Background: an optimization exercise with open tools, aiming at small area and a short achievable clock period. Do not read the settings as production practice.
The RTL was checked by simulation tests, not by an equivalence proof against the original design.
Power figures rest on the tool's default switching activity, not on a simulated workload.

`flow/design.v`:
```
module cic_gain_table (
    input  wire [2:0]  k,
    input  wire [6:0]  d,
    output wire [4:0]  b,
    output reg  [22:0] g
);
  reg  [2:0] e;
  reg  [5:0] o;
  always @(*) begin
    casez (d[5:0])
      6'b?????1: begin e = 3'd0; o = d[5:0]; end
      6'b????10: begin e = 3'd1; o = {1'b0, d[5:1]}; end
      6'b???100: begin e = 3'd2; o = {2'b0, d[5:2]}; end
      6'b??1000: begin e = 3'd3; o = {3'b0, d[5:3]}; end
      6'b?10000: begin e = 3'd4; o = {4'b0, d[5:4]}; end
      6'b100000: begin e = 3'd5; o = {5'b0, d[5]}; end
      default:   begin e = 3'd6; o = 6'd1; end
    endcase
  end
  reg [4:0] bo;
  always @(*) begin
    case ({k, o[5:1]})
      {3'd1, 5'd0}: begin bo = 5'd0; g = 23'd0; end
      {3'd1, 5'd1}: begin bo = 5'd2; g = 23'd2796203; end
      {3'd1, 5'd2}: begin bo = 5'd3; g = 23'd5033165; end
      {3'd1, 5'd3}: begin bo = 5'd3; g = 23'd1198373; end
      {3'd1, 5'd4}: begin bo = 5'd4; g = 23'd6524473; end
      {3'd1, 5'd5}: begin bo = 5'd4; g = 23'd3813004; end
      {3'd1, 5'd6}: begin bo = 5'd4; g = 23'd1935833; end
      {3'd1, 5'd7}: begin bo = 5'd4; g = 23'd559241; end
      {3'd1, 5'd8}: begin bo = 5'd5; g = 23'd7401713; end
      {3'd1, 5'd9}: begin bo = 5'd5; g = 23'd5739574; end
      {3'd1, 5'd10}: begin bo = 5'd5; g = 23'd4394033; end
      {3'd1, 5'd11}: begin bo = 5'd5; g = 23'd3282499; end
      {3'd1, 5'd12}: begin bo = 5'd5; g = 23'd2348810; end
      {3'd1, 5'd13}: begin bo = 5'd5; g = 23'd1553446; end
      {3'd1, 5'd14}: begin bo = 5'd5; g = 23'd867787; end
      {3'd1, 5'd15}: begin bo = 5'd5; g = 23'd270600; end
      {3'd1, 5'd16}: begin bo = 5'd6; g = 23'd7880208; end
      {3'd1, 5'd17}: begin bo = 5'd6; g = 23'd6950561; end
      {3'd1, 5'd18}: begin bo = 5'd6; g = 23'd6121417; end
      {3'd1, 5'd19}: begin bo = 5'd6; g = 23'd5377313; end
      {3'd1, 5'd20}: begin bo = 5'd6; g = 23'd4705804; end
      {3'd1, 5'd21}: begin bo = 5'd6; g = 23'd4096762; end
      {3'd1, 5'd22}: begin bo = 5'd6; g = 23'd3541857; end
      {3'd1, 5'd23}: begin bo = 5'd6; g = 23'd3034177; end
      {3'd1, 5'd24}: begin bo = 5'd6; g = 23'd2567941; end
      {3'd1, 5'd25}: begin bo = 5'd6; g = 23'd2138273; end
      {3'd1, 5'd26}: begin bo = 5'd6; g = 23'd1741032; end
      {3'd1, 5'd27}: begin bo = 5'd6; g = 23'd1372681; end
      {3'd1, 5'd28}: begin bo = 5'd6; g = 23'd1030180; end
      {3'd1, 5'd29}: begin bo = 5'd6; g = 23'd710899; end
      {3'd1, 5'd30}: begin bo = 5'd6; g = 23'd412554; end
      {3'd1, 5'd31}: begin bo = 5'd6; g = 23'd133153; end
      {3'd2, 5'd0}: begin bo = 5'd0; g = 23'd0; end
      {3'd2, 5'd1}: begin bo = 5'd4; g = 23'd6524473; end
      {3'd2, 5'd2}: begin bo = 5'd5; g = 23'd2348810; end
      {3'd2, 5'd3}: begin bo = 5'd6; g = 23'd2567941; end
      {3'd2, 5'd4}: begin bo = 5'd7; g = 23'd4867464; end
      {3'd2, 5'd5}: begin bo = 5'd7; g = 23'd485291; end
      {3'd2, 5'd6}: begin bo = 5'd8; g = 23'd4318396; end
      {3'd2, 5'd7}: begin bo = 5'd8; g = 23'd1155764; end
      {3'd2, 5'd8}: begin bo = 5'd9; g = 23'd6472871; end
      {3'd2, 5'd9}: begin bo = 5'd9; g = 23'd3508808; end
      {3'd2, 5'd10}: begin bo = 5'd9; g = 23'd1350547; end
      {3'd2, 5'd11}: begin bo = 5'd10; g = 23'd7849454; end
      {3'd2, 5'd12}: begin bo = 5'd10; g = 23'd5355287; end
      {3'd2, 5'd13}: begin bo = 5'd10; g = 23'd3394567; end
      {3'd2, 5'd14}: begin bo = 5'd10; g = 23'd1825345; end
      {3'd2, 5'd15}: begin bo = 5'd10; g = 23'd549930; end
      {3'd2, 5'd16}: begin bo = 5'd11; g = 23'd7387213; end
      {3'd2, 5'd17}: begin bo = 5'd11; g = 23'd5635775; end
      {3'd2, 5'd18}: begin bo = 5'd11; g = 23'd4160603; end
      {3'd2, 5'd19}: begin bo = 5'd11; g = 23'd2906507; end
      {3'd2, 5'd20}: begin bo = 5'd11; g = 23'd1831421; end
      {3'd2, 5'd21}: begin bo = 5'd11; g = 23'd902830; end
      {3'd2, 5'd22}: begin bo = 5'd11; g = 23'd95278; end
      {3'd2, 5'd23}: begin bo = 5'd12; g = 23'd7165823; end
      {3'd2, 5'd24}: begin bo = 5'd12; g = 23'd5921987; end
      {3'd2, 5'd25}: begin bo = 5'd12; g = 23'd4821595; end
      {3'd2, 5'd26}: begin bo = 5'd12; g = 23'd3843410; end
      {3'd2, 5'd27}: begin bo = 5'd12; g = 23'd2969983; end
      {3'd2, 5'd28}: begin bo = 5'd12; g = 23'd2186873; end
      {3'd2, 5'd29}: begin bo = 5'd12; g = 23'd1482044; end
      {3'd2, 5'd30}: begin bo = 5'd12; g = 23'd845399; end
      {3'd2, 5'd31}: begin bo = 5'd12; g = 23'd268419; end
      {3'd3, 5'd0}: begin bo = 5'd0; g = 23'd0; end
      {3'd3, 5'd1}: begin bo = 5'd5; g = 23'd1553446; end
      {3'd3, 5'd2}: begin bo = 5'd7; g = 23'd201327; end
      {3'd3, 5'd3}: begin bo = 5'd9; g = 23'd4133163; end
      {3'd3, 5'd4}: begin bo = 5'd10; g = 23'd3394567; end
      {3'd3, 5'd5}: begin bo = 5'd11; g = 23'd4518882; end
      {3'd3, 5'd6}: begin bo = 5'd12; g = 23'd7250781; end
      {3'd3, 5'd7}: begin bo = 5'd12; g = 23'd1792055; end
      {3'd3, 5'd8}: begin bo = 5'd13; g = 23'd5598666; end
      {3'd3, 5'd9}: begin bo = 5'd13; g = 23'd1630269; end
      {3'd3, 5'd10}: begin bo = 5'd14; g = 23'd6452009; end
      {3'd3, 5'd11}: begin bo = 5'd14; g = 23'd2907435; end
      {3'd3, 5'd12}: begin bo = 5'd14; g = 23'd407485; end
      {3'd3, 5'd13}: begin bo = 5'd15; g = 23'd5576636; end
      {3'd3, 5'd14}: begin bo = 5'd15; g = 23'd2881961; end
      {3'd3, 5'd15}: begin bo = 5'd15; g = 23'd838269; end
      {3'd3, 5'd16}: begin bo = 5'd16; g = 23'd6909158; end
      {3'd3, 5'd17}: begin bo = 5'd16; g = 23'd4433685; end
      {3'd3, 5'd18}: begin bo = 5'd16; g = 23'd2464763; end
      {3'd3, 5'd19}: begin bo = 5'd16; g = 23'd879178; end
      {3'd3, 5'd20}: begin bo = 5'd17; g = 23'd7564608; end
      {3'd3, 5'd21}: begin bo = 5'd17; g = 23'd5440509; end
      {3'd3, 5'd22}: begin bo = 5'd17; g = 23'd3677363; end
      {3'd3, 5'd23}: begin bo = 5'd17; g = 23'd2201643; end
      {3'd3, 5'd24}: begin bo = 5'd17; g = 23'd957087; end
      {3'd3, 5'd25}: begin bo = 5'd18; g = 23'd8188902; end
      {3'd3, 5'd26}: begin bo = 5'd18; g = 23'd6382131; end
      {3'd3, 5'd27}: begin bo = 5'd18; g = 23'd4828662; end
      {3'd3, 5'd28}: begin bo = 5'd18; g = 23'd3485616; end
      {3'd3, 5'd29}: begin bo = 5'd18; g = 23'd2318540; end
      {3'd3, 5'd30}: begin bo = 5'd18; g = 23'd1299530; end
      {3'd3, 5'd31}: begin bo = 5'd18; g = 23'd405832; end
      {3'd4, 5'd0}: begin bo = 5'd0; g = 23'd0; end
      {3'd4, 5'd1}: begin bo = 5'd7; g = 23'd4867464; end
      {3'd4, 5'd2}: begin bo = 5'd10; g = 23'd5355287; end
      {3'd4, 5'd3}: begin bo = 5'd12; g = 23'd5921987; end
      {3'd4, 5'd4}: begin bo = 5'd13; g = 23'd2085325; end
      {3'd4, 5'd5}: begin bo = 5'd14; g = 23'd998657; end
      {3'd4, 5'd6}: begin bo = 5'd15; g = 23'd1235632; end
      {3'd4, 5'd7}: begin bo = 5'd16; g = 23'd2470766; end
      {3'd4, 5'd8}: begin bo = 5'd17; g = 23'd4775885; end
      {3'd4, 5'd9}: begin bo = 5'd17; g = 23'd48341; end
      {3'd4, 5'd10}: begin bo = 5'd18; g = 23'd2918529; end
      {3'd4, 5'd11}: begin bo = 5'd19; g = 23'd7327626; end
      {3'd4, 5'd12}: begin bo = 5'd19; g = 23'd2870391; end
      {3'd4, 5'd13}: begin bo = 5'd20; g = 23'd8162793; end
      {3'd4, 5'd14}: begin bo = 5'd20; g = 23'd4047882; end
      {3'd4, 5'd15}: begin bo = 5'd20; g = 23'd1135911; end
      {3'd4, 5'd16}: begin bo = 5'd21; g = 23'd6445589; end
      {3'd4, 5'd17}: begin bo = 5'd21; g = 23'd3334631; end
      {3'd4, 5'd18}: begin bo = 5'd21; g = 23'd998091; end
      {3'd4, 5'd19}: begin bo = 5'd22; g = 23'd6820067; end
      {3'd4, 5'd20}: begin bo = 5'd22; g = 23'd4062683; end
      {3'd4, 5'd21}: begin bo = 5'd22; g = 23'd1902828; end
      {3'd4, 5'd22}: begin bo = 5'd22; g = 23'd191638; end
      {3'd4, 5'd23}: begin bo = 5'd23; g = 23'd6032159; end
      {3'd4, 5'd24}: begin bo = 5'd23; g = 23'd3818014; end
      {3'd4, 5'd25}: begin bo = 5'd23; g = 23'd2012967; end
      {3'd4, 5'd26}: begin bo = 5'd23; g = 23'd529574; end
      {3'd4, 5'd27}: begin bo = 5'd24; g = 23'd6991488; end
      {3'd4, 5'd28}: begin bo = 5'd24; g = 23'd4943855; end
      {3'd4, 5'd29}: begin bo = 5'd24; g = 23'd3225925; end
      {3'd4, 5'd30}: begin bo = 5'd24; g = 23'd1775996; end
      {3'd4, 5'd31}: begin bo = 5'd24; g = 23'd545426; end
      {3'd5, 5'd0}: begin bo = 5'd0; g = 23'd0; end
      {3'd5, 5'd1}: begin bo = 5'd8; g = 23'd448773; end
      {3'd5, 5'd2}: begin bo = 5'd12; g = 23'd2606508; end
      {3'd5, 5'd3}: begin bo = 5'd15; g = 23'd7966358; end
      {3'd5, 5'd4}: begin bo = 5'd16; g = 23'd921555; end
      {3'd5, 5'd5}: begin bo = 5'd18; g = 23'd5265596; end
      {3'd5, 5'd6}: begin bo = 5'd19; g = 23'd3456610; end
      {3'd5, 5'd7}: begin bo = 5'd20; g = 23'd3194724; end
      {3'd5, 5'd8}: begin bo = 5'd21; g = 23'd4001503; end
      {3'd5, 5'd9}: begin bo = 5'd22; g = 23'd5820990; end
      {3'd5, 5'd10}: begin bo = 5'd22; g = 23'd226353; end
      {3'd5, 5'd11}: begin bo = 5'd23; g = 23'd2544424; end
      {3'd5, 5'd12}: begin bo = 5'd24; g = 23'd6022911; end
      {3'd5, 5'd13}: begin bo = 5'd24; g = 23'd1419630; end
      {3'd5, 5'd14}: begin bo = 5'd25; g = 23'd5334415; end
      {3'd5, 5'd15}: begin bo = 5'd25; g = 23'd1443153; end
      {3'd5, 5'd16}: begin bo = 5'd26; g = 23'd5996068; end
      {3'd5, 5'd17}: begin bo = 5'd26; g = 23'd2329782; end
      {3'd5, 5'd18}: begin bo = 5'd27; g = 23'd7847845; end
      {3'd5, 5'd19}: begin bo = 5'd27; g = 23'd4090305; end
      {3'd5, 5'd20}: begin bo = 5'd27; g = 23'd1329473; end
      {3'd5, 5'd21}: begin bo = 5'd28; g = 23'd6928878; end
      {3'd5, 5'd22}: begin bo = 5'd28; g = 23'd3814409; end
      {3'd5, 5'd23}: begin bo = 5'd28; g = 23'd1429787; end
      {3'd5, 5'd24}: begin bo = 5'd29; g = 23'd7554734; end
      {3'd5, 5'd25}: begin bo = 5'd29; g = 23'd4664349; end
      {3'd5, 5'd26}: begin bo = 5'd29; g = 23'd2380517; end
      {3'd5, 5'd27}: begin bo = 5'd29; g = 23'd559811; end
      {3'd5, 5'd28}: begin bo = 5'd30; g = 23'd6581175; end
      {3'd5, 5'd29}: begin bo = 5'd30; g = 23'd4210207; end
      {3'd5, 5'd30}: begin bo = 5'd30; g = 23'd2275894; end
      {3'd5, 5'd31}: begin bo = 5'd30; g = 23'd687236; end
      default: begin bo = 5'd0; g = 23'd0; end
    endcase
  end
  assign b = bo + k * e;
endmodule
module cic_stage (
    input  wire        clk,
    input  wire        rst,
    input  wire [2:0]  cfg_k,
    input  wire [6:0]  cfg_d,
    input  wire        in_valid,
    input  wire        in_sync,
    input  wire [31:0] in_data,
    input  wire [5:0]  in_flags,
    input  wire [1:0]  in_range,
    output reg         out_valid,
    output reg  [31:0] out_data,
    output reg  [5:0]  out_flags,
    output reg  [1:0]  out_range,
    output reg  [7:0]  out_seq,
    output reg         out_sat
);
  localparam W = 62;
  localparam SB = 19;          
  reg        armed;            
  reg [2:0]  k_r;
  reg [6:0]  d_r;
  reg        r_take;           
  reg        r_c1;             
  reg        r_xen;            
  reg        r_sync;
  reg [31:0] r_data;
  reg [5:0]  r_flags;
  reg [1:0]  r_range;
  wire       armed_n = armed | r_take;
  wire       take_n  = in_valid & ~rst & (in_sync | armed_n);
  always @(posedge clk) begin
    r_take  <= take_n;
    r_c1    <= take_n & (in_sync | (k_r != 3'd5));
    r_xen   <= take_n & ~(in_flags[2] | in_flags[5]);
    r_sync  <= in_sync;
    r_data  <= in_data;
    r_flags <= in_flags;
    r_range <= in_range;
    if (take_n & in_sync) begin
      k_r   <= cfg_k;
      d_r   <= cfg_d;
    end
  end
  reg        first_pending;
  reg [5:0]  phase;
  reg [2:0]  ocnt;             
  reg [5:0]  f_all;            
  reg [5:0]  f_tail;           
  reg [4:1][5:0] xsp;          
  wire       take  = r_take;
  wire [2:0] ck    = k_r;
  wire [6:0] cd    = d_r;
  wire [5:0] cph   = r_sync ? 6'd0 : phase;
  wire       pf    = (cph == 6'd0);
  wire       last  = ({1'b0, cph} == cd - 7'd1);
  wire       cfirst = r_sync | first_pending;
  wire [2:0] cocnt = r_sync ? 3'd0 : ocnt;
  reg  [2:0] sp_q, sp_r;
  always @(*) begin
    case (cd)
      7'd2:    begin sp_q = (ck - 3'd1) >> 1; sp_r = {2'd0, ~ck[0]}; end
      7'd3:    begin sp_q = (ck > 3'd3) ? 3'd1 : 3'd0; sp_r = (ck > 3'd3) ? ck - 3'd4 : ck - 3'd1; end
      7'd4:    begin sp_q = (ck > 3'd4) ? 3'd1 : 3'd0; sp_r = (ck > 3'd4) ? 3'd0 : ck - 3'd1; end
      default: begin sp_q = 3'd0; sp_r = ck - 3'd1; end
    endcase
  end
  wire [2:0] keff  = ck - sp_q;
  wire [5:0] fa_n  = (pf ? 6'd0 : f_all) | r_flags;
  wire       tail  = ({3'd0, cph} >= {6'd0, sp_r});
  wire [5:0] ft_n  = (pf ? 6'd0 : f_tail) | (tail ? r_flags : 6'd0);
  wire [4:1][5:0] xc = r_sync ? {4{6'd0}} : xsp;
  reg  [5:0] span_f;
  always @(*) begin
    case (keff)
      3'd1:    span_f = fa_n;
      3'd2:    span_f = xc[1] | fa_n;
      3'd3:    span_f = xc[2] | fa_n;
      3'd4:    span_f = xc[3] | fa_n;
      default: span_f = xc[4] | fa_n;
    endcase
  end
  reg [2:0] fill_lim;
  always @(*) begin
    case (cd)
      7'd2:    fill_lim = ck - ((ck + 3'd1) >> 1);
      7'd3:    fill_lim = (ck > 3'd3) ? ck - 3'd2 : ck - 3'd1;
      7'd4:    fill_lim = (ck > 3'd4) ? ck - 3'd2 : ck - 3'd1;
      default: fill_lim = ck - 3'd1;
    endcase
  end
  wire       fill = (cocnt < fill_lim);
  wire [5:0] oflags = span_f | {1'b0, fill, 4'd0};
  always @(posedge clk) begin
    if (rst) begin
      armed         <= 1'b0;
      first_pending <= 1'b0;
    end else if (take) begin
      armed         <= 1'b1;
      first_pending <= cfirst & ~last;
    end
    if (take) begin
      phase  <= last ? 6'd0 : cph + 6'd1;
      f_all  <= fa_n;
      f_tail <= ft_n;
      if (last) begin
        ocnt   <= (cocnt == 3'd7) ? 3'd7 : cocnt + 3'd1;
        xsp[1] <= ft_n;
        xsp[2] <= xc[1] | fa_n;
        xsp[3] <= xc[2] | fa_n;
        xsp[4] <= xc[3] | fa_n;
      end else begin
        ocnt   <= cocnt;
        xsp    <= xc;
      end
    end
  end
  reg  [5:1][W-1:0] integ;
  reg  [5:1]        p_v, p_last;
  reg               s_valid;       
  reg  [4:1][5:2]   p_cl;
  reg  [5:1][SB-1:0] p_sb;
  always @(posedge clk) begin
    integ[1] <= (r_c1 ? {W{1'b0}} : integ[1]) +
                (r_xen ? {{(W-32){r_data[31]}}, r_data} : {W{1'b0}});
    p_v[1]    <= take & ~rst;
    p_last[1] <= last;
    p_cl[1]   <= {4{take}} & {pf, r_sync | (ck < 3'd2), r_sync | (ck < 3'd3), r_sync | (ck < 3'd4)};
    p_sb[1]   <= {oflags, r_range, cfirst, ck, cd};
  end
  genvar n;
  generate
    for (n = 2; n <= 5; n = n + 1) begin : g_int
      always @(posedge clk) begin
        integ[n] <= (p_cl[n-1][n] ? {W{1'b0}} : integ[n]) + (p_v[n-1] ? integ[n-1] : {W{1'b0}});
        p_v[n]    <= p_v[n-1] & ~rst;
        p_last[n] <= p_last[n-1];
        if (n == 5)
          s_valid <= p_v[n-1] & p_last[n-1] & ~rst;
        p_sb[n]   <= p_sb[n-1];
      end
      if (n < 5) begin : g_cl
        always @(posedge clk)
          p_cl[n] <= p_cl[n-1];
      end
    end
  endgenerate
  reg  [4:1][W-1:0] cprev;
  reg  [W-1:0]      v1, v2;
  reg               u1a, u1b, u2a, u2b;   
  reg  [SB-1:0]     sb1, sb2;
  reg  [4:0]        b2;
  reg  [4:1]        sel_c;
  wire [W-1:0] u1_a = s_valid ? integ[5] : v1;
  wire [W-1:0] u1_b = ({W{sel_c[1]}} & cprev[1]) | ({W{sel_c[2]}} & cprev[2]);
  wire [W-1:0] u1_d = u1_a - u1_b;
  wire [W-1:0] u2_a = u1b ? v1 : v2;
  wire [W-1:0] u2_b = ({W{sel_c[3]}} & cprev[3]) | ({W{sel_c[4]}} & cprev[4]);
  wire [W-1:0] u2_d = u2_a - u2_b;
  always @(posedge clk) begin
    u1a <= s_valid & ~rst;
    u1b <= u1a & ~rst;
    u2a <= u1b & ~rst;
    u2b <= u2a & ~rst;
    sel_c[1] <= p_v[4] & p_last[4] & ~p_sb[4][10] & (p_sb[4][9:7] > 3'd1);
    sel_c[2] <= s_valid & ~p_sb[5][10] & (p_sb[5][9:7] > 3'd2);
    sel_c[3] <= u1a & ~sb1[10] & (sb1[9:7] > 3'd3);
    sel_c[4] <= u1b & ~sb1[10] & (sb1[9:7] > 3'd4);
    if (s_valid) begin
      cprev[1] <= integ[5];
      sb1      <= p_sb[5];
    end
    v1 <= u1_d;
    if (u1a)
      cprev[2] <= v1;
    if (u1b) begin
      cprev[3] <= v1;
      sb2      <= sb1;
      b2       <= tb_b;
    end
    v2 <= u2_d;
    if (u2a)
      cprev[4] <= v2;
  end
  wire [4:0]  tb_b;
  wire [22:0] tb_g;
  wire [4:0]  tb_b_unused;
  wire [22:0] tb_g_unused;
  cic_gain_table u_bits (.k(sb1[9:7]), .d(sb1[6:0]), .b(tb_b), .g(tb_g_unused));
  cic_gain_table u_gain (.k(sb2[9:7]), .d(sb2[6:0]), .b(tb_b_unused), .g(tb_g));
  wire [W-1:0] c_final = v2;         
  wire [4:0]   b_m1    = b2 - 5'd1;
  wire [W-1:0] c_t     = $signed(c_final) >>> b_m1;
  reg  [28:0]  c_por;
  integer q;
  always @(*) begin
    c_por[0] = c_final[0];
    for (q = 1; q < 29; q = q + 1)
      c_por[q] = c_por[q-1] | c_final[q];
  end
  wire [4:0]   b_m2    = b2 - 5'd2;
  wire         c_stk   = (b2 >= 5'd2) && c_por[b_m2];
  wire         c_up    = c_t[0] && (c_stk || c_t[1]);
  wire [32:0]  u_val   = c_t[33:1] + {32'd0, c_up};
  reg          s_v;
  reg  [32:0]  s_u;
  reg  [22:0]  s_g;
  reg  [11:0]  gsel;                
  reg  [8:0]   s_sb;                
  always @(posedge clk) begin
    s_v <= u2b & ~rst;
    if (u2b) begin
      s_u  <= u_val;
      s_g  <= tb_g;
      s_sb <= sb2[SB-1:10];
    end
  end
  function automatic [111:0] csa(input [55:0] a, input [55:0] b, input [55:0] c);
    csa = {a ^ b ^ c, ((a & b) | (a & c) | (b & c)) << 1};
  endfunction
  reg          m_v1, m_v2, m_v3;
  reg  [55:0]  m_s, m_c;            
  reg          m_stk1;              
  reg  [33:0]  m_hi;                
  reg          m_stk;               
  reg  [8:0]   m_sb2, m_sb;
  wire [12:0]  m_low = {1'b0, m_s[11:0]} + {1'b0, m_c[11:0]};
  reg  [55:0]  op [0:15];
  reg  [55:0]  l1 [0:10];
  reg  [55:0]  l2 [0:7];
  reg  [55:0]  l3 [0:5];
  reg  [55:0]  l4 [0:3];
  reg  [55:0]  l5 [0:2];
  reg  [55:0]  m_sn, m_cn;
  integer j;
  always @(*) begin
    for (j = 0; j < 12; j = j + 1)
      op[j] = gsel[j] ? ({24'd0, s_u[31:0]} << j) : 56'd0;
    op[12] = s_u[32] ? (56'd0 - ({44'd0, gsel} << 32)) : 56'd0;
    op[13] = m_v1 ? {{12{m_s[55]}}, m_s[55:12]} : 56'd0;
    op[14] = m_v1 ? {{12{m_c[55]}}, m_c[55:12]} : 56'd0;
    op[15] = {55'd0, m_v1 & m_low[12]};
    for (j = 0; j < 5; j = j + 1)
      {l1[2*j], l1[2*j+1]} = csa(op[3*j], op[3*j+1], op[3*j+2]);
    l1[10] = op[15];
    for (j = 0; j < 3; j = j + 1)
      {l2[2*j], l2[2*j+1]} = csa(l1[3*j], l1[3*j+1], l1[3*j+2]);
    l2[6] = l1[9];
    l2[7] = l1[10];
    for (j = 0; j < 2; j = j + 1)
      {l3[2*j], l3[2*j+1]} = csa(l2[3*j], l2[3*j+1], l2[3*j+2]);
    l3[4] = l2[6];
    l3[5] = l2[7];
    for (j = 0; j < 2; j = j + 1)
      {l4[2*j], l4[2*j+1]} = csa(l3[3*j], l3[3*j+1], l3[3*j+2]);
    {l5[0], l5[1]} = csa(l4[0], l4[1], l4[2]);
    l5[2] = l4[3];
    {m_sn, m_cn} = csa(l5[0], l5[1], l5[2]);
  end
  wire [43:0] m_sum = m_s[43:0] + m_c[43:0];    
  always @(posedge clk) begin
    m_v1 <= s_v & ~rst;
    m_v2 <= m_v1 & ~rst;
    m_v3 <= m_v2 & ~rst;
    if (u2b)
      gsel <= tb_g[11:0];
    else if (s_v)
      gsel <= {1'b1, s_g[22:12]};
    m_s <= m_sn;
    m_c <= m_cn;
    m_stk1 <= |m_low[11:0];
    m_sb2  <= s_sb;
    m_hi   <= m_sum[43:10];
    m_stk  <= (|m_sum[9:0]) | m_stk1;
    m_sb   <= m_sb2;
  end
  wire signed [34:0] p_shift = {{2{m_hi[33]}}, m_hi[33:1]};
  wire        p_up    = m_hi[0] && (m_stk || m_hi[1]);
  wire signed [34:0] y_full = p_shift + {34'd0, p_up};
  wire        y_hi    = (y_full > 35'sd2147483647);
  wire        y_lo    = (y_full < -35'sd2147483648);
  wire [31:0] y_clamp = y_hi ? 32'h7fff_ffff : y_lo ? 32'h8000_0000 : y_full[31:0];
  always @(posedge clk) begin
    if (rst)
      out_valid <= 1'b0;
    else
      out_valid <= m_v3;
    out_data  <= y_clamp;
    out_flags <= m_sb[8:3] | {5'd0, y_hi | y_lo};
    out_range <= m_sb[2:1];
    out_sat   <= y_hi | y_lo;
    if (m_v3)
      out_seq <= m_sb[0] ? 8'd0 : out_seq + 8'd1;
  end
endmodule
```
`flow/flow/run.sh`:
```
#!/bin/bash
set -euo pipefail
bash standard.sh SETUP_SLACK_MARGIN=10.5 finish > standard_make.log 2>&1
```
`flow/standard.sh`:
```
#!/bin/bash
# synth_recipe.tcl (not shown) runs the flow's synth.tcl, then flattens the netlist and writes it again
# the make line also repeats each setting of config.mk as NAME=value (left out here)
make -C /OpenROAD-flow-scripts/flow DESIGN_CONFIG=/design/flow/config.mk WORK_HOME=/design/flow/orfs CLKGATE_MAP_FILE= SYNTH_SCRIPT=/design/flow/synth_recipe.tcl "${@:-finish}"
```
`flow/config.mk`:
```
export PLATFORM = sky130hd
export DESIGN_NAME = cic_stage
export DESIGN_NICKNAME = cic_stage
export VERILOG_FILES = /design/flow/design.v
export SDC_FILE = /design/flow/constraint.sdc
export NUM_CORES = 4
export LEC_CHECK = 0
export CAP_MARGIN = 20
export CORE_MARGIN = 2
export CORE_UTILIZATION = 50
export CTS_CLUSTER_DIAMETER = 60
export CTS_CLUSTER_SIZE = 30
export SLEW_MARGIN = 20
export SYNTH_MEMORY_MAX_BITS = 65536
```
`flow/constraint.sdc`:
```
create_clock -name core_clock -period 15.0 [get_ports {clk}]
set_input_delay 3.0000 -clock core_clock [delete_from_list [all_inputs] [get_ports {clk}]]
set_output_delay 3.0000 -clock core_clock [all_outputs]
set_load 0.01 [all_outputs]
```
==> impl_summary.log, run 1 <==
[metrics] delay of the slowest critical-path stage: around 0.54 ns
[metrics] worst hold-check slack: 0.323 ns
[metrics] most frequent CP cell: fa_1
[metrics] Filler Cell Count: 15,500
[metrics] class of the tightest hold or removal check: flop to flop
[metrics] RSZ-0062 raised after global routing: true
[metrics] Unique masters post-synth: 104
[metrics] number of top-level design ports: 104
[metrics] final period utilization: 30.1%
[metrics] netlist area before placement: 86,300 um^2
[metrics] max-slew violation count: 0
[metrics] Hold Violations, Final: 0
[metrics] worst setup path start: gsel[0]
[metrics] Synthesized Nets: slightly above 10,000
[metrics] placed instance area: 89,200 um^2
[metrics] count of mapped cells out of synthesis: 9,142
[metrics] fraction of registers with async set/reset: 0%
[metrics] clock sinks: ~1,200
[metrics] post-route cell area: 95,000 um^2
[metrics] relative slew slack: approximately a quarter
[metrics] row count: 152
[metrics] pin count of the biggest net entering global routing: 77
[metrics] vias per cell: around 5.8
[metrics] power per cell area: around 110 nW/um^2
[metrics] initial antenna violation count: 3
[metrics] P_leak: about 41 nW
[metrics] Iter 0 DRT Violations: just under 5,000
[metrics] overall routed net length: 234 mm
[metrics] worst IR drop on VDD: roughly 0.00012 V
[metrics] Worst path slowest cell: fa_2
[metrics] GRT overflow: 0
[metrics] CTS H-tree lvls: 3
[metrics] Seq cells post-synth: 1,207
[metrics] Crit Path Max Fanout: 5
[metrics] Buffers on Ports: 103
[metrics] post-detail-place hpwl: 173 mm
[metrics] Final #Nets: 10,200
[metrics] global-route wire length before repair: 367 mm
[metrics] Worst setup EP type: flop
[metrics] TritonCTS Buffers: 115
[metrics] DRT antenna net count: 0
[metrics] wire length per cell: 20.4 um
[metrics] clock tree from TritonCTS: yes
[metrics] most common cell after layout, fill and taps aside: dfxtp_1
[metrics] starting density of the core: 50.3%
[metrics] final critical path time including I/O delays and setup: 4.52 ns
[metrics] sequence of cells on the critical path: buf_12, or3_4, nor3_4, xnor2_1, nand2_1, fa_1, fa_1, inv_1, fa_1, inv_1, fa_1, inv_1, fa_2, fa_2
[metrics] Crit path required time: 15.64 ns
[metrics] Arr. time, crit path: 5.16 ns
[metrics] # setup viols final: 0
[metrics] overall fraction of global-route tracks in use: between 20% and 30%
[metrics] yosys warns: 8
[metrics] Crit Reg-Reg Startpoint: gsel[0]
[metrics] critical path endpoint: m_s[37]
[metrics] Max Clock Freq: 221 MHz
[metrics] result of the run: complete, no violations
[metrics] Register-to-Register Path Depth: 14
[metrics] die boundary height: around 420 um
[metrics] Mapped Avg Cell Area: around 9.4 um^2
[metrics] final sum of negative setup slack: 0 ns
[metrics] remaining design rule violation count: 0
[metrics] transition at the pin with the smallest max-transition slack: 1.13 ns
[metrics] Final GP Congestion: 1.01
[metrics] startpoint type of the worst setup path: flop
[metrics] Die Outline Area: 176,000 um^2
[metrics] standard cell core area: 172,000 um^2
[metrics] first-pass iteration count of the detailed router: 9
[metrics] overall die width: 419 um
[metrics] clock latency on the worst-skew pair: between 0.8 and 0.9 ns
[metrics] synth-to-layout area growth: 10.0%
[metrics] post-CTS clock slew at the launch and capture registers of the worst setup and hold paths: around 0.1 ns
[metrics] Top FF cell, synth: dfxtp_1
[metrics] number of flops mapped to enable cells by yosys: 417
[metrics] kind of critical path: flop to flop
[metrics] vias in the first global route: 66,400
[metrics] maximum clock path buffer count: 3
[metrics] final worst clock skew: 0.0709 ns
[metrics] hold-fix buffer count after cts: 0
[metrics] commonest cells after routing, fill and taps aside: 774 x dfxtp_1, 683 x and2_1, 647 x a21oi_1, 636 x ha_1, 632 x nand2_1
[metrics] sequential fraction of the synthesis area: 32.8%
[metrics] total number of vias: 66,600
[metrics] R2R Path End: m_s[37]
[metrics] layout cell share with drive strength beyond 1: 8.20%
[metrics] max-cap violations: 0
[metrics] minimum setup slack among reg-to-reg paths: between 10 and 15 ns
[metrics] buffer cell driving the clock tree root: clkbuf_16
## worst min-delay path by stage
stage / from / end / slack, ns / depth (start not counted)
finish: p_sb[5] / p_sb[24] / 0.32 / 0
CTS: p_sb[5] / p_sb[24] / 0.33 / 0
global route: p_sb[5] / p_sb[24] / 0.33 / 0
global placement: m_sb2[1] / m_sb[1] / 0.31 / 0
detailed placement: m_sb2[4] / m_sb[4] / 0.31 / 0
floorplan: m_sb2[0] / m_sb[0] / 0.31 / 0
## flip-flops by register name, summed over array words and instances, names as in the netlist, 7 cells and up
signal / count
integ: 310
cprev: 248
p_sb: 90
v1: 62
v2: 62
m_s: 47
m_c: 46
m_hi: 34
s_u: 33
out_data: 32
r_data: 32
xsp: 24
sb1: 18
sb2: 18
gsel: 12
s_g: 11
p_cl: 10
m_sb2: 9
m_sb: 9
s_sb: 9
out_seq: 8
d_r: 7
## cell usage after synthesis (35+ instances only)
| cell type | number | area share [%] |
|---|---|---|
| dfxtp_1 | 790 | 18 |
| and2_1 | 686 | 5.0 |
| a21oi_1 | 655 | 3.8 |
| ha_1 | 643 | 9.3 |
| nand2_1 | 637 | 2.8 |
| inv_1 | 507 | 2.2 |
| o21ai_0 | 467 | 2.7 |
| nor2_1 | 465 | 2.0 |
| edfxtp_1 | 417 | 15 |
| fa_1 | 413 | 9.6 |
| clkbuf_1 | 406 | 1.8 |
| nor2b_1 | 394 | 2.9 |
| xnor2_1 | 335 | 3.4 |
| a21o_1 | 286 | 2.5 |
| xor2_1 | 195 | 2.0 |
| nand3_1 | 152 | 0.88 |
| a22oi_1 | 143 | 1.2 |
| mux2_2 | 129 | 1.7 |
| a31oi_1 | 93 | 0.67 |
| nand2b_1 | 92 | 0.67 |
| nor3_1 | 89 | 0.52 |
| o21bai_1 | 82 | 0.71 |
| mux2i_1 | 78 | 0.90 |
| a211oi_1 | 75 | 0.65 |
| nand4_1 | 72 | 0.52 |
| mux4_2 | 71 | 1.9 |
| o21a_1 | 67 | 0.58 |
| and3_1 | 63 | 0.46 |
| o211ai_1 | 57 | 0.50 |
| o31ai_1 | 37 | 0.32 |
| a311oi_1 | 35 | 0.36 |
## per-layer routing
| layer | part of all wire (%) | global-route usage [%] | wire (um) |
|---|---|---|---|
| met5 | 0.0056 | 0 | 13 |
| met4 | 4.3 | 10.8 | 10200 |
| met3 | 5.4 | 3.41 | 12600 |
| met2 | 47 | 43.4 | 110000 |
| met1 | 43 | 33.9 | 101000 |
## final cells by class
cell class	count	area, um^2	area share, %
Multi-Input combinational cell	6960	54700	57.6
Clock inverter	90	1410	1.48
Timing Repair Buffer	258	2580	2.72
Clock buffer	128	3040	3.20
Tap cell	2310	2890	3.04
Antenna cell	4	10.0	0.0105
Inverter	511	1920	2.02
Sequential cell	1207	28400	29.9
## what timing repair did
action | 4_1_cts | 5_1_grt
setup buffers | 28 | 33
pin swaps | 6 | 35
gates resized for setup | 153 | 95
cloned | 2 | 6
setup endpoints to repair | 191 | 115
## worst max-delay path, delay by kind of cell, from the launching register on
kind | cells | cell delay (ns)
adders and majority gates | 6 | 2.89
xor gates and xnor gates | 1 | 0.13
DFF | 1 | 0.44
buffers and inverters | 4 | 0.31
and+or+nand+nor | 3 | 0.61
## report_power, final
| group | total, mW | switching, mW | leakage (nW) | internal (mW) |
|---|---|---|---|---|
| combinational | 2.80 | 1.51 | 28.6 | 1.29 |
| sequential | 4.14 | 0.382 | 10.3 | 3.75 |
| clock | 3.30 | 1.62 | 2.13 | 1.68 |
## metrics by stage
step / util (%) / power, mW / cells / setup slack, ns
2_1_floorplan: - / 6.17 / 9142 / 10.50
5_1_grt: 55.4 / 10.8 / 11500 / 10.31
3_3_place_gp: 52.0 / 6.90 / 11200 / 9.45
6_report: 55.4 / 10.2 / 11500 / 10.48
3_5_place_dp: 52.0 / 6.92 / 11200 / 9.55
4_1_cts: 54.9 / 10.3 / 11400 / 10.44
## cell families after synthesis
family	Yosys count	synth area share (%)
xor+xnor	536	5.50
buf+inv	975	4.42
mux	279	4.45
fa+ha+maj	1056	18.9
flops	1207	32.8
simple gates	2787	16.8
compound gates	2302	17.1
==> run 2, diff against run 1 <==
--- a/flow/design.v
+++ b/flow/design.v
@@ -339,2 +339,3 @@
   reg  [4:0]        b2;
+  reg  [22:0]       g2;
   reg  [4:1]        sel_c;
@@ -366,2 +367,3 @@
       b2       <= tb_b;
+      g2       <= tb_g;
     end
@@ -373,6 +375,3 @@
   wire [22:0] tb_g;
-  wire [4:0]  tb_b_unused;
-  wire [22:0] tb_g_unused;
-  cic_gain_table u_bits (.k(sb1[9:7]), .d(sb1[6:0]), .b(tb_b), .g(tb_g_unused));
-  cic_gain_table u_gain (.k(sb2[9:7]), .d(sb2[6:0]), .b(tb_b_unused), .g(tb_g));
+  cic_gain_table u_gain (.k(sb1[9:7]), .d(sb1[6:0]), .b(tb_b), .g(tb_g));
   wire [W-1:0] c_final = v2;         
@@ -391,6 +390,9 @@
   wire [32:0]  u_val   = c_t[33:1] + {32'd0, c_up};
+  wire [23:0]  g_full = {1'b1, g2};
+  wire [25:0]  g_x3   = {2'd0, g_full} + {1'd0, g_full, 1'b0};
   reg          s_v;
-  reg  [32:0]  s_u;
-  reg  [22:0]  s_g;
-  reg  [11:0]  gsel;                
+  reg  [16:0]  s_uh;                
+  reg  [15:0]  udig;                
+  reg  [23:0]  s_g1;                
+  reg  [25:0]  s_g3;                
   reg  [8:0]   s_sb;                
@@ -399,8 +401,13 @@
     if (u2b) begin
-      s_u  <= u_val;
-      s_g  <= tb_g;
+      s_uh <= u_val[32:16];
+      s_g1 <= g_full;
+      s_g3 <= g_x3;
       s_sb <= sb2[SB-1:10];
     end
+    if (u2b)
+      udig <= u_val[15:0];
+    else if (s_v)
+      udig <= s_uh[15:0];
   end
-  function automatic [111:0] csa(input [55:0] a, input [55:0] b, input [55:0] c);
+  function automatic [83:0] csa(input [41:0] a, input [41:0] b, input [41:0] c);
     csa = {a ^ b ^ c, ((a & b) | (a & c) | (b & c)) << 1};
@@ -408,3 +415,3 @@
   reg          m_v1, m_v2, m_v3;
-  reg  [55:0]  m_s, m_c;            
+  reg  [41:0]  m_s, m_c;            
   reg          m_stk1;              
@@ -413,36 +420,40 @@
   reg  [8:0]   m_sb2, m_sb;
-  wire [12:0]  m_low = {1'b0, m_s[11:0]} + {1'b0, m_c[11:0]};
-  reg  [55:0]  op [0:15];
-  reg  [55:0]  l1 [0:10];
-  reg  [55:0]  l2 [0:7];
-  reg  [55:0]  l3 [0:5];
-  reg  [55:0]  l4 [0:3];
-  reg  [55:0]  l5 [0:2];
-  reg  [55:0]  m_sn, m_cn;
+  wire [16:0]  m_low = {1'b0, m_s[15:0]} + {1'b0, m_c[15:0]};
+  reg  [41:0]  op [0:10];
+  reg  [41:0]  l1 [0:7];
+  reg  [41:0]  l2 [0:5];
+  reg  [41:0]  l3 [0:3];
+  reg  [41:0]  l4 [0:2];
+  reg  [41:0]  m_sn, m_cn;
+  reg  [25:0]  rowv;
   integer j;
   always @(*) begin
-    for (j = 0; j < 12; j = j + 1)
-      op[j] = gsel[j] ? ({24'd0, s_u[31:0]} << j) : 56'd0;
-    op[12] = s_u[32] ? (56'd0 - ({44'd0, gsel} << 32)) : 56'd0;
-    op[13] = m_v1 ? {{12{m_s[55]}}, m_s[55:12]} : 56'd0;
-    op[14] = m_v1 ? {{12{m_c[55]}}, m_c[55:12]} : 56'd0;
-    op[15] = {55'd0, m_v1 & m_low[12]};
-    for (j = 0; j < 5; j = j + 1)
-      {l1[2*j], l1[2*j+1]} = csa(op[3*j], op[3*j+1], op[3*j+2]);
-    l1[10] = op[15];
+    for (j = 0; j < 8; j = j + 1) begin
+      case (udig[2*j +: 2])
+        2'd1:    rowv = {2'd0, s_g1};
+        2'd2:    rowv = {1'd0, s_g1, 1'b0};
+        2'd3:    rowv = s_g3;
+        default: rowv = 26'd0;
+      endcase
+      op[j] = {16'd0, rowv} << (2 * j);
+    end
+    op[1][0] = m_v1 & m_low[16];           
+    op[8] = m_v1 ? {16'd0, m_s[41:16]} : 42'd0;
+    op[9] = m_v1 ? {16'd0, m_c[41:16]} : 42'd0;
+    op[10] = (m_v1 & s_uh[16]) ? (42'd0 - ({18'd0, s_g1} << 16)) : 42'd0;
     for (j = 0; j < 3; j = j + 1)
+      {l1[2*j], l1[2*j+1]} = csa(op[3*j], op[3*j+1], op[3*j+2]);
+    l1[6] = op[9];
+    l1[7] = op[10];
+    for (j = 0; j < 2; j = j + 1)
       {l2[2*j], l2[2*j+1]} = csa(l1[3*j], l1[3*j+1], l1[3*j+2]);
-    l2[6] = l1[9];
-    l2[7] = l1[10];
+    l2[4] = l1[6];
+    l2[5] = l1[7];
     for (j = 0; j < 2; j = j + 1)
       {l3[2*j], l3[2*j+1]} = csa(l2[3*j], l2[3*j+1], l2[3*j+2]);
-    l3[4] = l2[6];
-    l3[5] = l2[7];
-    for (j = 0; j < 2; j = j + 1)
-      {l4[2*j], l4[2*j+1]} = csa(l3[3*j], l3[3*j+1], l3[3*j+2]);
-    {l5[0], l5[1]} = csa(l4[0], l4[1], l4[2]);
-    l5[2] = l4[3];
-    {m_sn, m_cn} = csa(l5[0], l5[1], l5[2]);
+    {l4[0], l4[1]} = csa(l3[0], l3[1], l3[2]);
+    l4[2] = l3[3];
+    {m_sn, m_cn} = csa(l4[0], l4[1], l4[2]);
   end
-  wire [43:0] m_sum = m_s[43:0] + m_c[43:0];    
+  wire [39:0] m_sum = m_s[39:0] + m_c[39:0];    
   always @(posedge clk) begin
@@ -451,12 +462,8 @@
     m_v3 <= m_v2 & ~rst;
-    if (u2b)
-      gsel <= tb_g[11:0];
-    else if (s_v)
-      gsel <= {1'b1, s_g[22:12]};
     m_s <= m_sn;
     m_c <= m_cn;
-    m_stk1 <= |m_low[11:0];
+    m_stk1 <= |m_low[15:0];
     m_sb2  <= s_sb;
-    m_hi   <= m_sum[43:10];
-    m_stk  <= (|m_sum[9:0]) | m_stk1;
+    m_hi   <= m_sum[39:6];
+    m_stk  <= (|m_sum[5:0]) | m_stk1;
     m_sb   <= m_sb2;
==> run 2 against run 1 <==
  * Still clean on timing, DRC and antenna
  * Flip-flop and latch count is 28 higher
  * Clock skew is 0.035 ns lower
  * Utilization is 0.56 points higher
  * Fmax is 0.97% higher
  * Clock-buffer cell count is 1 lower
  * Die area is 2.0% lower
  * Non-clock buffer count is 57 higher
  * Register-to-register slack better by 0.04 ns
  * Sequential power is 2% higher
  * Sequential share of layout area is 1.4 points higher
  * Wire length is 5.1% higher
  * Synthesized cell count is 1.6% lower
  * Critical path type unchanged
  * Largest cell class unchanged
  * Highest routed layer unchanged
==> impl_summary.log, run 2 <==
[metrics] result of the run: complete, no violations (unchanged)
[metrics] Filler Cell Count: 15,000 (was 15,500)
[metrics] placed instance area: 87,700 um^2 (was 89,200 um^2)
[metrics] post-placement setup slack: 9.53 ns (was 9.55 ns)
[metrics] part of the total power dissipated in combinational logic: 27.8% (was 27.4%)
[metrics] fin worst setup slack: 10.53 ns (was 10.48 ns)
[metrics] Mapped Avg Cell Area: 9.40 um^2 (was 9.44 um^2)
[metrics] RSZ-0062 raised after global routing: true (unchanged)
[metrics] relative contribution of sequential cells to total power: 41.4% (was 40.4%)
[metrics] buffer cell driving the clock tree root: clkbuf_16 (unchanged)
[metrics] Psw: 3.46 mW (was 3.51 mW)
[metrics] remaining design rule violation count: 0 (unchanged)
[metrics] startpoint type of the worst setup path: flop (unchanged)
[metrics] Final Util: 55.9% (was 55.4%)
[metrics] top register by number of flip-flops: integ (unchanged)
[metrics] kind of critical path: flop to flop (unchanged)
[metrics] cell-internal power: 6.76 mW (was 6.73 mW)
[metrics] maximum clock path buffer count: 3 (unchanged)
[metrics] max-cap violations: 0 (unchanged)
[metrics] total number of vias: 67,900 (was 66,600)
[metrics] P_leak: 39.5 nW (was 41.1 nW)
[metrics] final critical path time including I/O delays and setup: 4.47 ns (was 4.52 ns)
[metrics] Crit path required time: 15.54 ns (was 15.64 ns)
[metrics] Seq cells post-synth: 1,235 (was 1,207)
[metrics] clock tree from TritonCTS: yes (unchanged)
[metrics] top-area cell type share of the netlist area: 18.4% (was 18.3%)
[metrics] Final GP Congestion: 0.997 (was 1.01)
[metrics] sequential fraction of the synthesis area: 34.6% (was 32.8%)
[metrics] hold-fix buffer count after cts: 0 (unchanged)
[metrics] worst setup path start: sb1[0] (was gsel[0])
[metrics] GRT overflow: 0 (unchanged)
[metrics] worst hold-check slack: 0.317 ns (was 0.323 ns)
[metrics] pin count of the biggest net entering global routing: 94 (was 77)
[metrics] Worst setup EP type: flop (unchanged)
[metrics] class of the tightest hold or removal check: flop to flop (unchanged)
[metrics] clock latency on the worst-skew pair: 0.79 ns (was 0.81 ns)
[metrics] Crit Reg-Reg Startpoint: sb1[0] (was gsel[0])
[metrics] TritonCTS Buffers: 115 (unchanged)
[metrics] vias in the first global route: 65,500 (was 66,400)
[metrics] number of top-level design ports: 104 (unchanged)
[metrics] DRT antenna net count: 0 (unchanged)
[metrics] Top FF cell, synth: dfxtp_1 (unchanged)
[metrics] netlist area before placement: 84,600 um^2 (was 86,300 um^2)
[metrics] overall fraction of global-route tracks in use: 27.2% (was 26.0%)
[metrics] count of mapped cells out of synthesis: 9,000 (was 9,142)
[metrics] fraction of registers with async set/reset: 0% (unchanged)
[metrics] global-route wire length before repair: 378 mm (was 367 mm)
[metrics] relative contribution of the clock network to total power: 30.8% (was 32.2%)
[metrics] switching portion of total power: 33.9% (was 34.3%)
[metrics] post-route cell area: 93,700 um^2 (was 95,000 um^2)
[metrics] final worst clock skew: 0.0363 ns (was 0.0709 ns)
[metrics] Unique masters post-synth: 101 (was 104)
[metrics] Hold Violations, Final: 0 (unchanged)
[metrics] row count: 150 (was 152)
[metrics] Final #Nets: 9,847 (was 10,200)
[metrics] first-pass iteration count of the detailed router: 7 (was 9)
[metrics] synth-to-layout area growth: 10.8% (was 10.0%)
[metrics] Max Clock Freq: 224 MHz (was 221 MHz)
[metrics] overall power: 10.2 mW (about the same)
[metrics] Crit Path Max Fanout: 9 (was 5)
[metrics] yosys warns: 7 (was 8)
[metrics] overall routed net length: 246 mm (was 234 mm)
[metrics] final sum of negative setup slack: 0 ns (unchanged)
[metrics] leading cell type by number of instances after synthesis: dfxtp_1 (unchanged)
[metrics] final period utilization: 29.8% (was 30.1%)
[metrics] relative slew slack: 32.8% (was 24.3%)
[metrics] number of flops mapped to enable cells by yosys: 456 (was 417)
[metrics] Synthesized Nets: 9,893 (was 10,300)
[metrics] most common cell after layout, fill and taps aside: dfxtp_1 (unchanged)
[metrics] vias per cell: 6.03 (was 5.81)
[metrics] wire length per cell: 21.8 um (was 20.4 um)
[metrics] Iter 0 DRT Violations: 6,624 (was 4,849)
[metrics] Arr. time, crit path: 5.01 ns (was 5.16 ns)
[metrics] transition at the pin with the smallest max-transition slack: 1.00 ns (was 1.13 ns)
[metrics] layout cell share with drive strength beyond 1: 11.2% (was 8.20%)
[metrics] largest registers ranked by flip-flop count: integ x310, cprev x248, p_sb x90 (unchanged)
[metrics] standard cell core area: 168,000 um^2 (was 172,000 um^2)
[metrics] worst IR drop on VDD: 0.000125 V (was 0.000115 V)
[metrics] synth top area cells: dfxtp_1 18%, edfxtp_1 16%, ha_1 9.2%, fa_1 5.2%, mux2_2 4.3% (was dfxtp_1 18%, edfxtp_1 15%, fa_1 9.6%, ha_1 9.3%, and2_1 5.0%)
[metrics] clock sinks: 1,235 (was 1,207)
[metrics] Buffers on Ports: 103 (unchanged)
[metrics] Synth top cells by count: 779 x dfxtp_1, 640 x a21oi_1, 619 x ha_1, 597 x nand2_1, 519 x nor2_1 (was 790 x dfxtp_1, 686 x and2_1, 655 x a21oi_1, 643 x ha_1, 637 x nand2_1)
[metrics] die boundary height: 415 um (was 419 um)
[metrics] overall die width: 415 um (was 419 um)
[metrics] commonest cells after routing, fill and taps aside: 762 x dfxtp_1, 631 x a21oi_1, 592 x ha_1, 589 x nand2_1, 516 x nor2_1 (was 774 x dfxtp_1, 683 x and2_1, 647 x a21oi_1, 636 x ha_1, 632 x nand2_1)
[metrics] post-route insts no fill: 11,300 (was 11,500)
[metrics] starting density of the core: 50.5% (was 50.3%)
[metrics] Die Outline Area: 172,000 um^2 (was 176,000 um^2)
[metrics] max-slew violation count: 0 (unchanged)
[metrics] initial antenna violation count: 9 (was 3)
[metrics] post-CTS clock slew at the launch and capture registers of the worst setup and hold paths: 0.08 ns (was 0.10 ns)
[metrics] critical hold path startpoint: p_sb[0] (was p_sb[5])
[metrics] CTS H-tree lvls: 3 (unchanged)
[metrics] power per cell area: 109 nW/um^2 (was 108 nW/um^2)
[metrics] flip-flop count of the largest register after layout: 310 (unchanged)
[metrics] post-synth top area cell: dfxtp_1 (unchanged)
[metrics] number of instances in the placed design: 10,900 (was 11,200)
[metrics] # setup viols final: 0 (unchanged)
[metrics] post-detail-place hpwl: 176 mm (was 173 mm)
==> run 2: cell types whose count changed in the layout (fill, tap and decap cells not counted), sizes merged, moves of 39 or more <==
cell,previous run,this run
and2,689,367
a22o,13,129
fa,413,220
nor2,469,520
edfxtp,417,456
nand2,642,597
buf,154,203
a22oi,144,198
mux2,130,334
inv,556,436
==> run 2: power groups by stage <==
stage	Sequential [mW]	Combinational, mW	Clock, mW
floorplan	4.06	2.20	0
global placement	4.28	2.71	0
detailed placement	4.29	2.73	0
CTS	4.22	2.76	3.25
global route	4.26	3.13	3.37
finish	4.23	2.84	3.15
==> run 2: routing by layer <==
layer / part of all wire [%] / GRT usage, % / wire, um
met5: 0.014 / 0 / 34
met4: 3.6 / 9.08 / 8760
met3: 7.0 / 4.93 / 17200
met2: 42 / 40.7 / 104000
met1: 47 / 39.6 / 116000
==> run 2: cell type report <==
type                            count  area (um^2)  area share, %
Antenna cell                        3         7.51        0.00801
Timing Repair Buffer              315         3220           3.43
Clock buffer                      127         3010           3.21
Tap cell                         2204         2760           2.94
Multi-Input combinational cell   6892        52700           56.3
Timing Repair inverter              2         8.76        0.00934
Sequential cell                  1235        29300           31.3
Inverter                          393         1490           1.59
Clock inverter                     93         1170           1.25
==> run 2: logic make-up (layout without fill, tap and decap cells) <==
| logic type | Yosys count | in the layout | synth area share [%] |
|---|---|---|---|
| and+or+nand+nor | 2544 | 2546 | 15.3 |
| AOI/OAI and AO/OA | 2488 | 2489 | 19.2 |
| DFF | 1235 | 1235 | 34.6 |
| buffers and inverters | 876 | 930 | 4.00 |
| adders and majority gates | 839 | 839 | 14.4 |
| xor gates and xnor gates | 551 | 551 | 5.74 |
| muxes | 467 | 467 | 6.73 |
| other | 0 | 3 | 0 |
==> run 2: final timing paths <==
kind | endpoint | slack [ns] | cells after the start
setup reg to reg | b2[3] | 10.53 | 14
hold reg to reg | p_sb[19] | 0.32 | 0
hold / removal | p_sb[19] | 0.32 | 0
setup / recovery | b2[3] | 10.53 | 14
==> run 2: what timing repair did <==
action                                 4_1_cts  5_1_grt
gates cloned                                 4       12
endpoints found under the hold margin        0        0
pin swaps                                    8       32
gates resized for setup                    151      136
setup endpoints to repair                  214      148
setup buffers                               35       57
==> run 2: critical path: stages, from the launching register on <==
cell	delay (ns)
edfxtp_1	0.49
buf_4	0.21
o21bai_1	0.17
o22ai_1	0.22
clkbuf_8	0.23
clkinvlp_4	0.15
nor2_1	0.55
nand2_1	0.38
a211o_1	0.44
o2111ai_1	0.19
nand3_1	0.12
ha_1	0.21
ha_1	0.23
fa_1	0.44
xor2_1	0.17
==> run 3, diff against run 2 <==
==> flow/flow/run.sh (replaced) <==
#!/bin/bash
set -euo pipefail
bash standard.sh SETUP_SLACK_MARGIN=10.6 finish > standard_make.log 2>&1
--- a/flow/config.mk
+++ b/flow/config.mk
@@ -7,3 +7,3 @@
 export LEC_CHECK = 0
-export CAP_MARGIN = 20
+export CAP_MARGIN = 5
 export CORE_MARGIN = 2
@@ -12,3 +12,3 @@
 export CTS_CLUSTER_SIZE = 30
-export SLEW_MARGIN = 20
+export SLEW_MARGIN = 5
 export SYNTH_MEMORY_MAX_BITS = 65536
==> run 3 against run 2 <==
  * Sequential power barely moved
  * Critical path type unchanged
  * Critical path depth did not move
  * Highest routed layer unchanged
  * Fmax rose by 1.3%
  * Power rose by 1.1%
  * Cell count rose by 0.35%
  * Hold slack got worse by 0.011 ns
  * First-iteration DRC count fell by 13%
  * Still clean
  * Synthesized area did not move
  * Clock skew rose by 0.0024 ns
  * Largest cell class unchanged
  * Sequential share of layout area fell by 0.21 points
  * Clock-buffer cell count fell by 2
==> impl_summary.log, run 3 <==
[metrics] result of the run: complete, no violations (unchanged)
[metrics] post-synth top area cell: dfxtp_1 (unchanged)
[metrics] pin count of the biggest net entering global routing: 64 (was 94)
[metrics] vias in the first global route: 66,300 (was 65,500)
[metrics] final sum of negative setup slack: 0 ns (unchanged)
[metrics] Seq cells post-synth: 1,235 (unchanged)
[metrics] # setup viols final: 0 (unchanged)
[metrics] critical path's top delay family: simple AND/OR/NAND/NOR gates (unchanged)
[metrics] starting density of the core: 50.5% (unchanged)
[metrics] CTS H-tree lvls: 3 (unchanged)
[metrics] wire length per cell: 22.2 um (was 21.8 um)
[metrics] fin worst setup slack: 10.59 ns (was 10.53 ns)
[metrics] maximum clock path buffer count: 3 (unchanged)
[metrics] combined buffer and inverter count along the critical path: 4 (was 3)
[metrics] Mapped Avg Cell Area: 9.40 um^2 (unchanged)
[metrics] synth top area cells: dfxtp_1 18%, edfxtp_1 16%, ha_1 9.2%, fa_1 5.2%, mux2_2 4.3% (unchanged)
[metrics] Synth top cells by count: 779 x dfxtp_1, 640 x a21oi_1, 619 x ha_1, 597 x nand2_1, 519 x nor2_1 (unchanged)
[metrics] Max Clock Freq: 227 MHz (was 224 MHz)
[metrics] Crit Path Max Fanout: 14 (was 9)
[metrics] overall fraction of global-route tracks in use: 28.1% (was 27.2%)
[metrics] Arr. time, crit path: 4.93 ns (was 5.01 ns)
[metrics] row count: 150 (unchanged)
[metrics] sequential fraction of the synthesis area: 34.6% (unchanged)
[metrics] GRT overflow: 0 (unchanged)
[metrics] transition at the pin with the smallest max-transition slack: 1.18 ns (was 1.00 ns)
[metrics] leading cell type by number of instances after synthesis: dfxtp_1 (unchanged)
[metrics] kind of critical path: flop to flop (unchanged)
[metrics] RSZ-0062 raised after global routing: true (unchanged)
[metrics] most common cell after layout, fill and taps aside: dfxtp_1 (unchanged)
[metrics] DRT antenna net count: 0 (unchanged)
[metrics] hold-fix buffer count after cts: 0 (unchanged)
[metrics] post-placement setup slack: 9.33 ns (was 9.53 ns)
[metrics] Final GP Congestion: 0.999 (was 0.997)
[metrics] vias per cell: 6.02 (was 6.03)
[metrics] Crit Reg-Reg Startpoint: sb1[5] (was sb1[0])
[metrics] count of mapped cells out of synthesis: 9,000 (unchanged)
[metrics] post-route insts no fill: 11,300 (about the same)
[metrics] delay of the slowest critical-path stage: 0.80 ns (was 0.55 ns)
[metrics] post-synthesis adder-cell area fraction: 14.4% (unchanged)
[metrics] standard cell core area: 168,000 um^2 (unchanged)
[metrics] number of flops mapped to enable cells by yosys: 456 (unchanged)
[metrics] number of instances in the placed design: 11,000 (was 10,900)
[metrics] initial antenna violation count: 8 (was 9)
[metrics] Die Outline Area: 172,000 um^2 (unchanged)
[metrics] worst IR drop on VDD: 0.000117 V (was 0.000125 V)
[metrics] top register by number of flip-flops: integ (unchanged)
[metrics] netlist area before placement: 84,600 um^2 (unchanged)
[metrics] Iter 0 DRT Violations: 5,767 (was 6,624)
[metrics] die boundary height: 415 um (unchanged)
[metrics] multiplexer share of the synthesized area: 6.73% (unchanged)
[metrics] fraction of registers with async set/reset: 0% (unchanged)
[metrics] critical hold path startpoint: p_sb[0] (unchanged)
[metrics] commonest cells after routing, fill and taps aside: 760 x dfxtp_1, 629 x a21oi_1, 594 x ha_1, 589 x nand2_1, 511 x nor2_1 (was 762 x dfxtp_1, 631 x a21oi_1, 592 x ha_1, 589 x nand2_1, 516 x nor2_1)
[metrics] Register-to-Register Path Depth: 14 (unchanged)
[metrics] TritonCTS Buffers: 112 (was 115)
[metrics] top-area cell type share of the netlist area: 18.4% (unchanged)
[metrics] overall die width: 415 um (unchanged)
[metrics] simple-gate share of the synthesized area: 15.3% (unchanged)
[metrics] startpoint type of the worst setup path: flop (unchanged)
[metrics] total number of vias: 68,100 (was 67,900)
[metrics] area fraction in compound gates after synthesis: 19.2% (unchanged)
[metrics] Top FF cell, synth: dfxtp_1 (unchanged)
[metrics] class of the tightest hold or removal check: flop to flop (unchanged)
[metrics] final critical path time including I/O delays and setup: 4.41 ns (was 4.47 ns)
[metrics] post-CTS clock slew at the launch and capture registers of the worst setup and hold paths: 0.10 ns (was 0.08 ns)
[metrics] Final Util: 56.3% (was 55.9%)
[metrics] sequence of cells on the critical path: nor2b_2, o21ai_0, and2_4, buf_12, clkinvlp_4, buf_4, buf_4, ha_2, and2_1, nor3_1, a211oi_1, a211oi_1, a21oi_1, o221ai_1 (was buf_4, o21bai_1, o22ai_1, clkbuf_8, clkinvlp_4, nor2_1, nand2_1, a211o_1, o2111ai_1, nand3_1, ha_1, ha_1, fa_1, xor2_1)
[metrics] max-slew violation count: 0 (unchanged)
[metrics] global-route wire length before repair: 386 mm (was 378 mm)
[metrics] Worst setup EP type: flop (unchanged)
[metrics] Crit path required time: 15.51 ns (was 15.54 ns)
[metrics] final worst clock skew: 0.0387 ns (was 0.0363 ns)
[metrics] Buffers on Ports: 103 (unchanged)
[metrics] combinational family with the most area after synthesis: compound AO/OA/AOI/OAI gates (unchanged)
[metrics] buffer cell driving the clock tree root: clkbuf_16 (unchanged)
[metrics] remaining design rule violation count: 0 (unchanged)
[metrics] clock sinks: 1,235 (unchanged)
[metrics] clock latency on the worst-skew pair: 0.80 ns (was 0.79 ns)
[metrics] power per cell area: 110 nW/um^2 (was 109 nW/um^2)
[metrics] WHS Path Cells: 0 (unchanged)
[metrics] synth-to-layout area growth: 11.6% (was 10.8%)
[metrics] relative slew slack: 21.1% (was 32.8%)
[metrics] worst setup path start: sb1[5] (was sb1[0])
[metrics] layout cell share with drive strength beyond 1: 11.9% (was 11.2%)
[metrics] Hold Violations, Final: 0 (unchanged)
[metrics] clock tree from TritonCTS: yes (unchanged)
[metrics] flip-flop count of the largest register after layout: 310 (unchanged)
[metrics] number of top-level design ports: 104 (unchanged)
[metrics] total number of cells along the worst setup path: 14 (unchanged)
[metrics] first-pass iteration count of the detailed router: 9 (was 7)
[metrics] overall routed net length: 251 mm (was 246 mm)
[metrics] Unique masters post-synth: 101 (unchanged)
[metrics] Final #Nets: 9,891 (was 9,847)
[metrics] yosys warns: 7 (unchanged)
[metrics] final period utilization: 29.4% (was 29.8%)
[metrics] Worst path slowest cell: nor3_1 (was nor2_1)
[metrics] synthesized-area fraction occupied by xor and xnor cells: 5.74% (unchanged)
[metrics] largest registers ranked by flip-flop count: integ x310, cprev x248, p_sb x90 (unchanged)
[metrics] post-detail-place hpwl: 178 mm (was 176 mm)
[metrics] max-cap violations: 0 (unchanged)
[metrics] P_leak: 39.8 nW (was 39.5 nW)
[metrics] Synthesized Nets: 9,893 (unchanged)
run 3: cell counts after synthesis:
No cell type changed its count.
run 3: report_power, final:
part / switching (mW) / total [mW] / internal, mW
sequential: 0.403 / 4.24 / 3.84
combinational: 1.52 / 2.85 / 1.34
clock: 1.58 / 3.24 / 1.66
total: 3.50 / 10.3 / 6.83
run 3: worst paths after layout:
check | slack, ns | end
min | 0.31 | p_sb[19]
max | 10.59 | g2[16]
max reg2reg | 10.59 | g2[16]
min reg2reg | 0.31 | p_sb[19]
run 3: cell families (layout without fill, tap and decap cells):
| kind of cell | after synthesis | count (layout) |
|---|---|---|
| AOI/OAI and AO/OA | 2488 | 2490 |
| xor gates and xnor gates | 551 | 551 |
| adders and majority gates | 839 | 839 |
| buffers and inverters | 876 | 969 |
| DFF | 1235 | 1235 |
| muxes | 467 | 467 |
| other | 0 | 2 |
| and+or+nand+nor | 2544 | 2546 |
run 3: layer usage:
metal	GRT usage, %	share of wire, %	wire length [um]
met3	4.75	7.1	17900
met2	42.6	43	107000
met1	40.0	46	116000
met4	10.3	3.7	9320
met5	0	0.015	38
run 3: through the flow:
step	instance area (um^2)	power, mW	hold slack (ns)
after floorplan	85000	6.27	0.310
after global placement	87800	7.01	0.311
after detailed placement	87800	7.04	0.312
after CTS	93100	10.3	0.306
after global routing	94300	10.9	0.327
final	94300	10.3	0.306
run 3: area by class of cell:
| class | count | area [um^2] |
|---|---|---|
| Inverter | 393 | 1500 |
| Fill cell | 15000 | 73300 |
| Tap cell | 2204 | 2760 |
| Clock inverter | 88 | 1300 |
| Clock buffer | 125 | 2980 |
| Timing Repair inverter | 2 | 13.8 |
| Sequential cell | 1235 | 29300 |
| Multi-Input combinational cell | 6893 | 52800 |
| Timing Repair Buffer | 361 | 3660 |
| Antenna cell | 2 | 5.00 |
run 3: what timing repair did:
action,CTS,global route
pin swaps,18,31
cloned,11,6
setup endpoints to repair,256,147
setup buffers,44,77
hold endpoints to repair,0,0
gates resized for setup,254,125

[what the ideal ports hide]
The flow's constraints put no driver on any port. The routed layouts listed below were extracted and timed again, unchanged, in two steps. Step 1 sets driving cells, clkbuf_16 on the clock port and buf_2 on the other inputs (assumed; they add their load-dependent delay and slew). Step 2 times the ports against the registers' clock, not the clock port: input delays grow and output delays shrink by t, the midpoint of the rising clock arrivals with the driver on. Slacks: ideal / step 1 / step 2; pairs: ideal / step 1.
| run | t, ns | slack for setup (ns) | worst setup path after step 2 | latest minus earliest clock arrival (ns) |
|---|---|---|---|---|
| run 1 | 0.855 | 10.485 / 10.485 / 10.473 | input to register | 0.079 / 0.079 |
| run 2 | 0.855 | 10.528 / 10.515 / 10.504 | input to register | 0.037 / 0.037 |
| run 3 | 0.864 | 10.585 / 10.531 / 10.498 | input to register | 0.055 / 0.054 |
After both steps setup and hold are still met in every run listed. The setup slack of run 3, which loses most, moves by -0.054 ns with the drivers and by -0.087 ns with both steps.
